Context: an optimization exercise on an open-source flow, tuned for small area. The choices shown serve that exercise and are no tape-out recipe.
Power figures rest on the tool's default switching activity, not on a simulated workload.

== run 1 ==
## lane_rx
module lane_rx (
    input  wire         clk,
    input  wire         rst,             
    input  wire         cdr_lock,        
    input  wire         rx_valid,
    input  wire [65:0]  rx_data,
    input  wire         descr_en,
    input  wire [15:0]  hunt_limit,      
    input  wire         match_en,
    input  wire         hdr_care,
    input  wire [1:0]   match_hdr,
    input  wire [63:0]  match_val,
    input  wire [63:0]  match_mask,
    input  wire [1:0]   prbs_sel,        
    input  wire [1:0]   start_mode,      
    input  wire [19:0]  cmp_count,       
    input  wire [63:0]  pmask,
    input  wire         burst,
    input  wire         cmp_event,
    output reg  [1:0]   lane_state,      
    output wire         block_lock,
    output reg          ev_lock,
    output reg          ev_lol,
    output reg          ev_hunt_slow,
    output reg          ev_match,
    output reg          ev_mismatch,
    output reg          ev_cmp_done,
  ...
export LEC_CHECK = 0
export ABC_AREA = 1
export CAP_MARGIN = 5
export CORE_MARGIN = 2
export CORE_UTILIZATION = 40
export GPL_TIMING_DRIVEN = 0
export SLEW_MARGIN = 5
create_clock -name core_clock -period 18.0 [get_ports {clk}]
run.sh (not shown) runs the stock make flow with config.mk's settings and CLKGATE_MAP_FILE= SYNTH_SCRIPT=/design/flow/synth_recipe.tcl, a recipe that flattens the netlist after the stock synthesis.
Changes in run 2 relative to run 1:
Settings: CAP_MARGIN: 5 -> 20; GPL_TIMING_DRIVEN: 0 -> unset; CORE_UTILIZATION: 40 -> 65; SLEW_MARGIN: 5 -> 20.
==> flow/flow/run.sh (new file) <==
#!/bin/bash
# Standard layout with two changes: port buffers use the smallest buffer
# (sky130_fd_sc_hd__buf_1); CTS inserts no dummy loads and uses clkbuf_8.
set -euo pipefail
export BUFFER_PORTS_ARGS="-buffer_cell sky130_fd_sc_hd__buf_1"
export CTS_ARGS="-sink_clustering_enable -repair_clock_nets -dont_use_dummy_load -buf_list {sky130_fd_sc_hd__clkbuf_8} -sink_clustering_size 12 -sink_clustering_max_diameter 60"
bash standard.sh > standard_flow.log 2>&1
==> flow/standard.sh (new file) <==
#!/bin/bash
# synth_recipe.tcl (not shown) runs the flow's synth.tcl, then flattens the netlist and writes it again
# the make line also repeats each setting of config.mk as NAME=value (left out here)
make -C /OpenROAD-flow-scripts/flow DESIGN_CONFIG=/design/flow/config.mk WORK_HOME=/design/flow/orfs CLKGATE_MAP_FILE= SYNTH_SCRIPT=/design/flow/synth_recipe.tcl "${@:-finish}"
removed: flow/run.sh
==> notes.md <==
Number of sequential storage elements: run 2 vs run 1 identical. Run 2: clock skew higher than run 1. Delta(number of buffers and inverters on the critical path, run 2 - run 1) < 0. Run 1 → run 2: post-placement cell area now smaller, met2 global-route usage now sits higher, final wirelength went down by 19%.
## Diff of input files: run 3 against run 2
Settings: swapping 65 for 40 in CORE_UTILIZATION.
==> flow/flow/run.sh <==
#!/bin/bash
# Standard layout with two changes: port buffers use the smallest buffer
# (sky130_fd_sc_hd__buf_1) and CTS inserts no dummy loads.
set -euo pipefail
export BUFFER_PORTS_ARGS="-buffer_cell sky130_fd_sc_hd__buf_1"
export CTS_ARGS="-sink_clustering_enable -repair_clock_nets -dont_use_dummy_load"
bash standard.sh > standard_flow.log 2>&1
- Lower leakage component of the power goes to run 2 over run 3.
- There was hardly any difference in clock skew between run 2 and run 3.
- Run 3 — share of power burned in the clock network 9.3 points higher, run 2 as reference
- From run 2 to run 3, post-synth design cell area did not move at all.
- From run 2 to run 3 the numbers moved as follows: detailed-route via count moved down; reg2reg setup slack went up by 0.18 ns; final cell count without fillers increased 7.1%.
- Run 2 -> run 3: I/O pin total delta 0, exact match
The inputs of run 4 differ from those of run 3 as listed below.
==> flow/run.sh (new file) <==
#!/bin/bash
# synth_recipe.tcl (not shown) runs the flow's synth.tcl, then flattens the netlist and writes it again
# the make line also repeats each setting of config.mk as NAME=value (left out here)
make -C /OpenROAD-flow-scripts/flow DESIGN_CONFIG=/design/flow/config.mk WORK_HOME=/design/flow/orfs CLKGATE_MAP_FILE= SYNTH_SCRIPT=/design/flow/synth_recipe.tcl finish
removed: flow/flow/run.sh
removed: flow/standard.sh
Results
Across run 3 and run 4, the outcome is the same: a clean finish for every run. Taking run 3 as the reference, in run 4 final weighted congestion of routability-driven global placement lower; wire length on met3 lower; clock network power higher; global-route met3 utilization roughly the same. Between run 4 and run 3, it is run 4 whose worst setup slack is lower, by 0.41 ns. Layout overhead on the synthesized area sits higher in run 4 than in run 3.
Changes in run 5 relative to run 4:
Settings: CORE_UTILIZATION: 40 -> 65.
==> flow/flow/run.sh (new file) <==
#!/bin/bash
# Standard layout with two changes: port buffers use the smallest buffer
# (sky130_fd_sc_hd__buf_1); CTS inserts no dummy loads and uses clkbuf_8.
set -euo pipefail
export BUFFER_PORTS_ARGS="-buffer_cell sky130_fd_sc_hd__buf_1"
export CTS_ARGS="-sink_clustering_enable -repair_clock_nets -dont_use_dummy_load -buf_list {sky130_fd_sc_hd__clkbuf_8} -sink_clustering_size 16 -sink_clustering_max_diameter 50"
bash standard.sh > standard_flow.log 2>&1
==> flow/standard.sh (new file) <==
#!/bin/bash
# synth_recipe.tcl (not shown) runs the flow's synth.tcl, then flattens the netlist and writes it again
# the make line also repeats each setting of config.mk as NAME=value (left out here)
make -C /OpenROAD-flow-scripts/flow DESIGN_CONFIG=/design/flow/config.mk WORK_HOME=/design/flow/orfs CLKGATE_MAP_FILE= SYNTH_SCRIPT=/design/flow/synth_recipe.tcl "${@:-finish}"
removed: flow/run.sh
[summary]
Run 5 completed end to end with timing, DRC and antenna clean.
Run 4 → run 5: area enclosed by the die boundary has decreased; growth of design area from synthesis to finish moved down.
The run with more setup slack is run 5; run 4 has less.
No functional check of the RTL was part of any run of this note.

## static timing again, ports no longer ideal
The flow's constraints put no driver on any port. The routed layouts listed below were extracted and timed again, unchanged, in two steps. Step 1 sets driving cells, clkbuf_16 on the clock port and buf_2 on the other inputs (assumed; they add their load-dependent delay and slew). Step 2 adds t to the input delays and takes it off the output delays; t is the mean of the earliest and latest rising clock arrival at the registers after step 1. Input paths then give back, and output paths get back, about the clock's delay inside the block. a / b / c = no drivers / after step 1 / after step 2; a / b = the first two.
run	t (ns)	setup WS [ns]	worst slew at a driven data input, ns
run 1	0.700	1.382 / 1.428 / 0.728	0.09
run 2	0.732	3.607 / 3.648 / 2.916	0.12
run 3	0.681	3.545 / 3.582 / 2.900	0.11
run 4	0.692	3.134 / 3.163 / 2.471	0.09
run 5	0.734	3.677 / 3.713 / 2.978	0.13
After both steps setup and hold are still met in every run listed. The setup slack of run 5, which loses most, moves by +0.036 ns with the drivers and by -0.699 ns with both steps.
